From an optimization exercise on the open Yosys and OpenROAD flow, aimed at small area, a short achievable clock period and few clock cycles; shortcuts taken in it are not production practice.
The RTL of this run was laid out without a check of its function.

--- flow/config.mk ---
export PLATFORM = sky130hd
export DESIGN_NAME = strobe_energy
export DESIGN_NICKNAME = strobe_energy
export VERILOG_FILES = /design/flow/design.v
export SDC_FILE = /design/flow/constraint.sdc
export NUM_CORES = 4
export LEC_CHECK = 0
export CAP_MARGIN = 20
export CORE_MARGIN = 2
export CORE_UTILIZATION = 40
export PLACE_DENSITY = 0.6
export SLEW_MARGIN = 20
--- flow/constraint.sdc ---
create_clock -name core_clock -period 52.0 [get_ports {clk}]
set_input_delay 10.4000 -clock core_clock [delete_from_list [all_inputs] [get_ports {clk}]]
set_output_delay 10.4000 -clock core_clock [all_outputs]
set_load 0.01 [all_outputs]
--- flow/design.v ---
module strobe_energy (
    input  wire        clk,
    input  wire        rst,
    input  wire        tbl_we,
    input  wire [2:0]  tbl_sel,
    input  wire [3:0]  tbl_idx,
    input  wire [31:0] tbl_data,
    input  wire        step_start,
    input  wire [15:0] step_theta,
    input  wire [10:0] step_density,
    input  wire        step_boost,
    input  wire [2:0]  step_pclass,
    input  wire [1:0]  step_nsub,
    input  wire        step_clamp,
    input  wire        dot_valid,
    output wire        dot_ready,
    input  wire [1:0]  dot_value,
    input  wire [3:0]  dot_hist,
    output wire        res_valid,
    input  wire        res_ready,
    output wire [22:0] res_energy,
    output wire [3:0]  res_mask
);
    localparam TBL_HI     = 3'd1;
    localparam TBL_LO     = 3'd2;
    localparam TBL_TARGET = 3'd3;
    localparam TBL_TEMP   = 3'd4;
    localparam TBL_SUB    = 3'd5;
    localparam TBL_BOOST  = 3'd6;
    localparam DIV_STEPS  = 3;           
    reg [11:0] energy_hi [0:15];
    reg [11:0] energy_lo [0:15];
    reg [15:0] energy_target [0:1];
    reg [15:0] temp_pt [0:15];
    reg [11:0] temp_scale [0:15];
    reg [9:0]  sub_share [0:3];          
    reg [11:0] boost_tbl [0:7];
    always @(posedge clk) begin
        if (tbl_we) begin
            case (tbl_sel)
                TBL_HI:     energy_hi[tbl_idx] <= tbl_data[11:0];
                TBL_LO:     energy_lo[tbl_idx] <= tbl_data[11:0];
                TBL_TARGET: energy_target[tbl_idx[0]] <= tbl_data[15:0];
                TBL_TEMP: begin
                    temp_pt[tbl_idx]    <= tbl_data[31:16];
                    temp_scale[tbl_idx] <= tbl_data[11:0];
                end
                TBL_SUB:    sub_share[tbl_idx[1:0]] <= tbl_data[9:0];
                TBL_BOOST:  boost_tbl[tbl_idx[2:0]] <= tbl_data[11:0];
                default: ;
            endcase
        end
    end
    localparam ST_IDLE = 4'd0;
    localparam ST_RDLO = 4'd1;
    localparam ST_RDHI = 4'd2;
    localparam ST_MUL  = 4'd3;
    localparam ST_DIV  = 4'd4;
    localparam ST_FIX  = 4'd5;
    localparam ST_UPS  = 4'd6;
    localparam ST_UP2  = 4'd7;
    localparam ST_EK   = 4'd8;
    localparam ST_RUN  = 4'd9;
    reg [3:0]  state;
    reg [1:0]  cnt;
    reg [15:0] theta;        
    reg [15:0] span;         
    reg [11:0] scale;        
    reg [27:0] dv;           
    reg        neg;
    reg        interp;
    reg [10:0] density;      
    reg [11:0] boost;        
    reg [15:0] clamp_e;      
    reg [1:0]  nsub;
    reg        clamp_on;
    reg [20:0] sub_e [0:3];  
    reg [15:0] ge;
    integer i;
    always @(*) begin
        for (i = 0; i < 16; i = i + 1)
            ge[i] = ($signed(theta) >= $signed(temp_pt[i]));
    end
    wire [16:0] gl = {1'b0, ge[15:1], 1'b1};
    wire [15:0] sel_lo = gl[15:0] & ~gl[16:1];
    wire [15:0] sel_hi = {sel_lo[14:0], 1'b0};
    wire [15:0] rsel = (state == ST_RDHI) ? sel_hi : sel_lo;
    reg [15:0] rd_pt;
    reg [11:0] rd_sc;
    always @(*) begin
        rd_pt = 16'd0;
        rd_sc = 12'd0;
        for (i = 0; i < 16; i = i + 1) begin
            rd_pt = rd_pt | (temp_pt[i] & {16{rsel[i]}});
            rd_sc = rd_sc | (temp_scale[i] & {12{rsel[i]}});
        end
    end
    wire [12:0] dscale = {1'b0, rd_sc} - {1'b0, scale};
    wire [11:0] dscale_abs = dscale[12] ? (~dscale[11:0] + 12'd1) : dscale[11:0];
    reg [27:0] dv_next;
    reg [16:0] r17;
    always @(*) begin
        dv_next = dv;
        for (i = 0; i < DIV_STEPS; i = i + 1) begin
            r17 = {dv_next[27:12], dv_next[11]};
            if (r17 >= {1'b0, span})
                dv_next = {r17[15:0] - span, dv_next[10:0], 1'b1};
            else
                dv_next = {r17[15:0], dv_next[10:0], 1'b0};
        end
    end
    wire [11:0] scale_fix = neg ? (scale - dv[11:0] - {11'd0, (dv[27:12] != 16'd0)})
                                : (scale + dv[11:0]);
    wire [11:0] boost_rd  = boost_tbl[boost[2:0]];
    wire [11:0] boost_sel = (boost[3] && boost_rd != 12'd0) ? boost_rd : 12'd1024;
    reg        in0_v, in1_v;
    reg [1:0]  in0_val, in1_val;
    reg [3:0]  in0_h, in1_h;
    reg        p1_v, p1_z;
    reg [19:0] p1_x;
    reg        p2_v, p2_z;
    reg [22:0] p2_x;
    reg        out_v;
    reg [22:0] out_energy;
    reg [3:0]  out_mask;
    assign dot_ready  = !in1_v;
    assign res_valid  = out_v;
    assign res_energy = out_energy;
    assign res_mask   = out_mask;
    wire out_free = !out_v || res_ready;
    wire p2_go    = p2_v && out_free;
    wire p2_free  = !p2_v || out_free;
    wire p1_go    = (state == ST_RUN) && p1_v && p2_free;
    wire p1_free  = !p1_v || p1_go;
    wire s1_dots  = (state == ST_UP2) || (state == ST_EK) || (state == ST_RUN);
    wire in_go    = s1_dots && in0_v && p1_free;
    wire dot_acc  = dot_valid && !in1_v;
    wire        cls_lo = (in0_val == 2'b01);
    reg  [15:0] m1_a;
    reg  [11:0] m1_b;
    always @(*) begin
        case (state)
            ST_RDLO: begin m1_a = energy_target[0]; m1_b = 12'd614; end
            ST_MUL:  begin m1_a = theta;            m1_b = dv[11:0]; end
            ST_UPS:  begin m1_a = energy_target[0]; m1_b = 12'd1024; end
            default: begin
                m1_a = cls_lo ? energy_target[1] : energy_target[0];
                m1_b = cls_lo ? energy_lo[in0_h] : energy_hi[in0_h];
            end
        endcase
    end
    wire [27:0] m1_p = m1_a * m1_b;
    wire [17:0] x1   = m1_p[27:10];
    wire [29:0] m2_p = x1 * scale;
    wire [19:0] x2   = m2_p[29:10];
    wire        ek_mode = (state == ST_EK);
    wire [9:0]  w_rd    = sub_share[cnt];
    wire [10:0] w_k     = {(w_rd == 10'd0), w_rd};
    wire [30:0] m3_p = p1_x * density;
    wire [20:0] x3   = m3_p[30:10];
    wire [20:0] m4_a = ek_mode ? sub_e[3] : x3;
    wire [11:0] m4_b = ek_mode ? {1'b0, w_k} : boost;
    wire [32:0] m4_p = m4_a * m4_b;
    wire [22:0] x4   = m4_p[32:10];
    wire [22:0] d_energy = p2_z ? 23'd0 :
                           (clamp_on && p2_x > {7'd0, clamp_e}) ? {7'd0, clamp_e} : p2_x;
    reg [25:0] acc;
    reg [3:0]  d_mask;
    integer    j;
    always @(*) begin
        acc    = 26'd0;
        d_mask = 4'd0;
        for (j = 0; j < 4; j = j + 1) begin
            if (j <= nsub && !p2_z &&
                ({acc[24:0], 1'b0} + {5'd0, sub_e[j]} <= {2'd0, d_energy, 1'b0})) begin
                d_mask[j] = 1'b1;
                acc = acc + {5'd0, sub_e[j]};
            end
        end
    end
    always @(posedge clk) begin
        if (rst) begin
            state <= ST_IDLE;
            in0_v <= 1'b0;
            in1_v <= 1'b0;
            p1_v  <= 1'b0;
            p2_v  <= 1'b0;
            out_v <= 1'b0;
        end else begin
            if (in_go) begin
                in0_v   <= in1_v || dot_acc;
                in0_val <= in1_v ? in1_val : dot_value;
                in0_h   <= in1_v ? in1_h : dot_hist;
                in1_v   <= in1_v && dot_acc;
                if (dot_acc) begin
                    in1_val <= dot_value;
                    in1_h   <= dot_hist;
                end
            end else if (dot_acc) begin
                if (in0_v) begin
                    in1_v   <= 1'b1;
                    in1_val <= dot_value;
                    in1_h   <= dot_hist;
                end else begin
                    in0_v   <= 1'b1;
                    in0_val <= dot_value;
                    in0_h   <= dot_hist;
                end
            end
            if (p1_free) begin
                p1_v <= in_go;
                if (in_go) begin
                    p1_z <= (in0_val == 2'b00);
                    p1_x <= x2;
                end
            end
            if (state == ST_UPS)
                p1_x <= x2;
            if (p2_free) begin
                p2_v <= p1_go;
                if (p1_go) begin
                    p2_z <= p1_z;
                    p2_x <= x4;
                end
            end
            if (out_free) begin
                out_v <= p2_go;
                if (p2_go) begin
                    out_energy <= d_energy;
                    out_mask   <= d_mask;
                end
            end
            case (state)
                ST_IDLE, ST_RUN: begin
                    if (step_start) begin
                        theta    <= step_theta;
                        density  <= step_density;
                        boost    <= {8'd0, step_boost, step_pclass};
                        nsub     <= step_nsub;
                        clamp_on <= step_clamp;
                        state    <= ST_RDLO;
                    end
                end
                ST_RDLO: begin
                    span    <= rd_pt;
                    scale   <= rd_sc;
                    interp  <= ge[0] && !ge[15];
                    boost   <= boost_sel;
                    clamp_e <= m1_p[25:10];
                    state   <= ST_RDHI;
                end
                ST_RDHI: begin
                    theta <= theta - span;
                    span  <= rd_pt - span;
                    neg   <= dscale[12];
                    dv    <= {16'd0, dscale_abs};
                    if (interp) begin
                        state <= ST_MUL;
                    end else begin
                        dv    <= 28'd0;
                        neg   <= 1'b0;
                        state <= ST_FIX;
                    end
                end
                ST_MUL: begin
                    dv    <= m1_p;
                    cnt   <= 2'd0;
                    state <= ST_DIV;
                end
                ST_DIV: begin
                    dv  <= dv_next;
                    cnt <= cnt + 2'd1;
                    if (cnt == 2'd3)
                        state <= ST_FIX;
                end
                ST_FIX: begin
                    scale <= scale_fix;
                    state <= ST_UPS;
                end
                ST_UPS: begin
                    state <= ST_UP2;
                end
                ST_UP2: begin
                    sub_e[3] <= x4[20:0];
                    cnt      <= 2'd0;
                    state    <= ST_EK;
                end
                ST_EK: begin
                    sub_e[cnt] <= x4[20:0];
                    cnt <= cnt + 2'd1;
                    if (cnt == nsub)
                        state <= ST_RUN;
                end
                default: state <= ST_IDLE;
            endcase
        end
    end
endmodule
--- flow/run.sh ---
#!/bin/bash
# synth_recipe.tcl (not shown) runs the flow's synth.tcl, then flattens the netlist and writes it again
# the make line also repeats each setting of config.mk as NAME=value (left out here)
make -C /OpenROAD-flow-scripts/flow DESIGN_CONFIG=/design/flow/config.mk WORK_HOME=/design/flow/orfs CLKGATE_MAP_FILE= SYNTH_SCRIPT=/design/flow/synth_recipe.tcl finish
==> run notes <==
- Outcome: no timing/DRC/antenna violations
- Number of CTS-inserted buffers: 148
- Worst r2r src: p2_x[13]$_DFFE_PP_
- Netlist cell types: 105
- Cell count of the worst reg-to-reg path: 88
- Worst-margin pin slew: 1.164 ns
- FILL cells: 21200
- Fraction of layout cells with a size suffix above 1: 9.237%
- Final #Nets: 9819
- Vias: 63150
- CTS sink count: 1304
- Total gr overflow: 0
- Min Clock Period, post-route: 20.97 ns
- Number of enable flip-flop cells after synthesis: 1286
- Synth Net Count: 9665
- CTS H-tree depth: 4
- Clk pin slew, worst setup/hold paths: 0.06 ns
- Post-CTS Resized: 0
- Worst EP arrival: 21.65 ns
- Root Buffer: clkbuf_16
- Cell at the slowest stage of the critical path: a2111oi_0
- YS warnings: 1
- Post-CTS setup buffers: 0
- DR WL/cell: 22.70 um
- Async SR Flop Fraction: 0%
- Bufs and invs on worst path: 3
- Synthesized area: 0.09376 mm2
- Syn-to-layout area delta: 11.33%
- CP Launch Type: register
- CTS tree: yes
- Mapped Avg Cell Area: 11.62 um2
- # Max-Cap Violations: 0
- Die Y: 488.1 um
- WHS Path Cells: 1
- Cts hold-fix bufs: 0
- Die Area: 0.2383 mm2
- R2R Path End: out_mask[3]$_DFFE_PP_
- Post-synthesis sequential area ratio: 41.57%
- Cell taking the most area after synthesis: edfxtp_1
- Routed Antenna Nets: 0
- Reg2Reg Setup Slack: 31.03 ns
- Buffers on Ports: 113
- Highest cell delay on the worst timing path: 0.67 ns
- Initial antenna violation count: 14
- Final RePlAce weighted congestion: 0.9235
- # rows: 177
- Setup TNS: 0 ns
- Initial Util: 40.28%
- Worst-skew pair later-pin latency: 0.84 ns
- Count leader, synth: edfxtp_1
- DRC Markers: 0
- Most Frequent Cell on Critical Path: o21ai_0
- Top-area cell type share of the netlist area: 41.19%
- Area contributors post-synth: edfxtp_1, fa_1, ha_1
- Critical Path Fanout Max: 34
- Max Freq: 47.68 MHz
- Clock Skews: 0.06507 ns
- Final Max Slew Viols: 0
- Chip width: 488.1 um
- Final core utilization: 44.84%
- First-pass GRT wire length: 398.6 mm
- Dpl hpwl: 194.7 mm
- Slew headroom: 22.43%
- Final worst path period share: 40.33%
- Kind of critical path: reg2reg
- RSZ-0062 raised after global routing: no
- CTS Buffer Depth: 3
- WP data required: 52.68 ns
- Io pins: 114
- HP Class: reg2reg
- Primary FF master, synth: edfxtp_1
- Final setup fails: 0
- Initial DRC count: 5614
- Core footprint: 0.2328 mm2
- Seq cells post-synth: 1304
- Final Hold Vio Count: 0
- Crit end category: register
- WL final: 260.4 mm
- Vias in the first global route: 65810
- Hold_sp: in0_h[0]$_DFFE_PP_
- Largest net degree at the start of global routing: 66
- Pre-Repair DR Iteration Count: 10
- Critical path's top delay family: compound AO/OA/AOI/OAI gates
- GR Util All Layers: 21.93%
- Commonest cells in the netlist: edfxtp_1, inv_1, nand2_1, ha_1, fa_1
- Cell count along the critical path: 88
- Post-Synthesis Cells: 8067
- Drt via density: 5.504
[cell type report]
class	instances	area, um2	share of cell area (%)
inverter	1064	3994	3.826
antenna	5	12.51	0.01199
tap	3132	3919	3.754
clock inverter	83	1085	1.039
clock buffer	182	3894	3.730
multi-input combinational	5430	50160	48.05
sequential	1304	38990	37.35
timing repair buffer	273	2332	2.234
[metrics by stage]
stage	setup slack, ns	instances	hold slack, ns	cell area, um2
finish	31.03	11470	0.4809	104400
global route	29.08	11470	0.5192	104400
CTS	30.81	11460	0.4920	104300
detailed placement	30.84	11200	0.4612	99280
global placement	30.98	11190	0.4691	99170
floorplan	34.05	8067	0.4003	93760
[registers in the layout, summed over array words and instances, names as in the netlist, 28 cells and up, named ones only]
name           count
boost_tbl         96
temp_scale       192
energy_hi        192
sub_e             84
sub_share         40
energy_lo        192
energy_target     32
dv                28
temp_pt          256
[worst max path at each step]
| stage | slack [ns] | start | to |
|---|---|---|---|
| 2_1_floorplan | 34.05 | p2_x[13]$_DFFE_PP_ | out_mask[3]$_DFFE_PP_ |
| 5_1_grt | 29.08 | p2_x[15]$_DFFE_PP_ | out_mask[3]$_DFFE_PP_ |
| 4_1_cts | 30.81 | p2_x[13]$_DFFE_PP_ | out_mask[3]$_DFFE_PP_ |
| 3_5_place_dp | 30.84 | p2_x[13]$_DFFE_PP_ | out_mask[3]$_DFFE_PP_ |
| 3_3_place_gp | 30.98 | p2_x[15]$_DFFE_PP_ | out_mask[3]$_DFFE_PP_ |
| 6_report | 31.03 | p2_x[13]$_DFFE_PP_ | out_mask[3]$_DFFE_PP_ |
[cell families (layout without fill, tap and decap cells)]
logic type	after synthesis	count (layout)	share of synthesized area [%]
other	0	5	0
adder cells (fa/ha/maj)	1513	1513	25.49
buffers and inverters	1333	1602	5.430
XOR/XNOR	247	247	2.307
flip-flops	1304	1304	41.57
AND/OR/NAND/NOR	2104	2104	10.54
AO/OA/AOI/OAI	1283	1283	9.458
multiplexers	283	283	5.201
[layer usage]
| layer | vias up | GRT usage (%) | routed length [um] |
|---|---|---|---|
| met1 | 31960 | 29.60 | 112300 |
| met4 | 10 | 5.761 | 6821 |
| met2 | 2053 | 36.53 | 123400 |
| li1 | 28780 | - | - |
| met5 | - | 0 | 63 |
| met3 | 350 | 3.680 | 17920 |
[cell usage in the layout, fill, tap and decap left out, types with 46 or more instances in the layout]
cell             netlist  layout
and3_1                47      46
xor2_1                78      78
nor2_1               369     338
nand4_1               88      88
nand2_1              911     911
clkbuf_16              0     150
nor3_1               104      91
a222oi_1              77      77
o21ai_0              216     216
fa_1                 662     662
clkdlybuf4s50_1        0     100
mux2i_1               59      57
inv_1               1064    1064
nor2b_1              109     109
xnor2_1              169     159
mux2_2                66      66
mux4_2               154     154
and2_1               191     191
nand3_1               83      82
a21o_1               147     147
nand2b_1              66      66
a22oi_1               89      89
a21oi_1              281     279
ha_1                 851     851
o21a_1               100     100
edfxtp_1            1286    1286
buf_4                  7     154

==> port drivers added, routing unchanged <==
Ports are ideal in the flow. The routed layout listed here was re-timed in OpenROAD. Step 1 assumes that a clkbuf_16 drives the clock port and a buf_2 every other input. Step 2 times the ports against the registers' clock, not the clock port: input delays grow and output delays shrink by t, the midpoint of the rising clock arrivals with the driver on. a / b / c = ideal / step 1 / step 2; a / b = the first two.
shift t [ns]: 0.901
setup WS [ns]: 31.027 / 31.027 / 31.027
hold WS [ns]: 0.481 / 0.481 / 0.481
clock arrival spread, ns: 0.082 / 0.082
worst slew at a driven data input, ns: 0.16
After both steps setup and hold are still met in this run. The setup slack of this run moves by 0.000 ns with the drivers and by 0.000 ns with both steps.
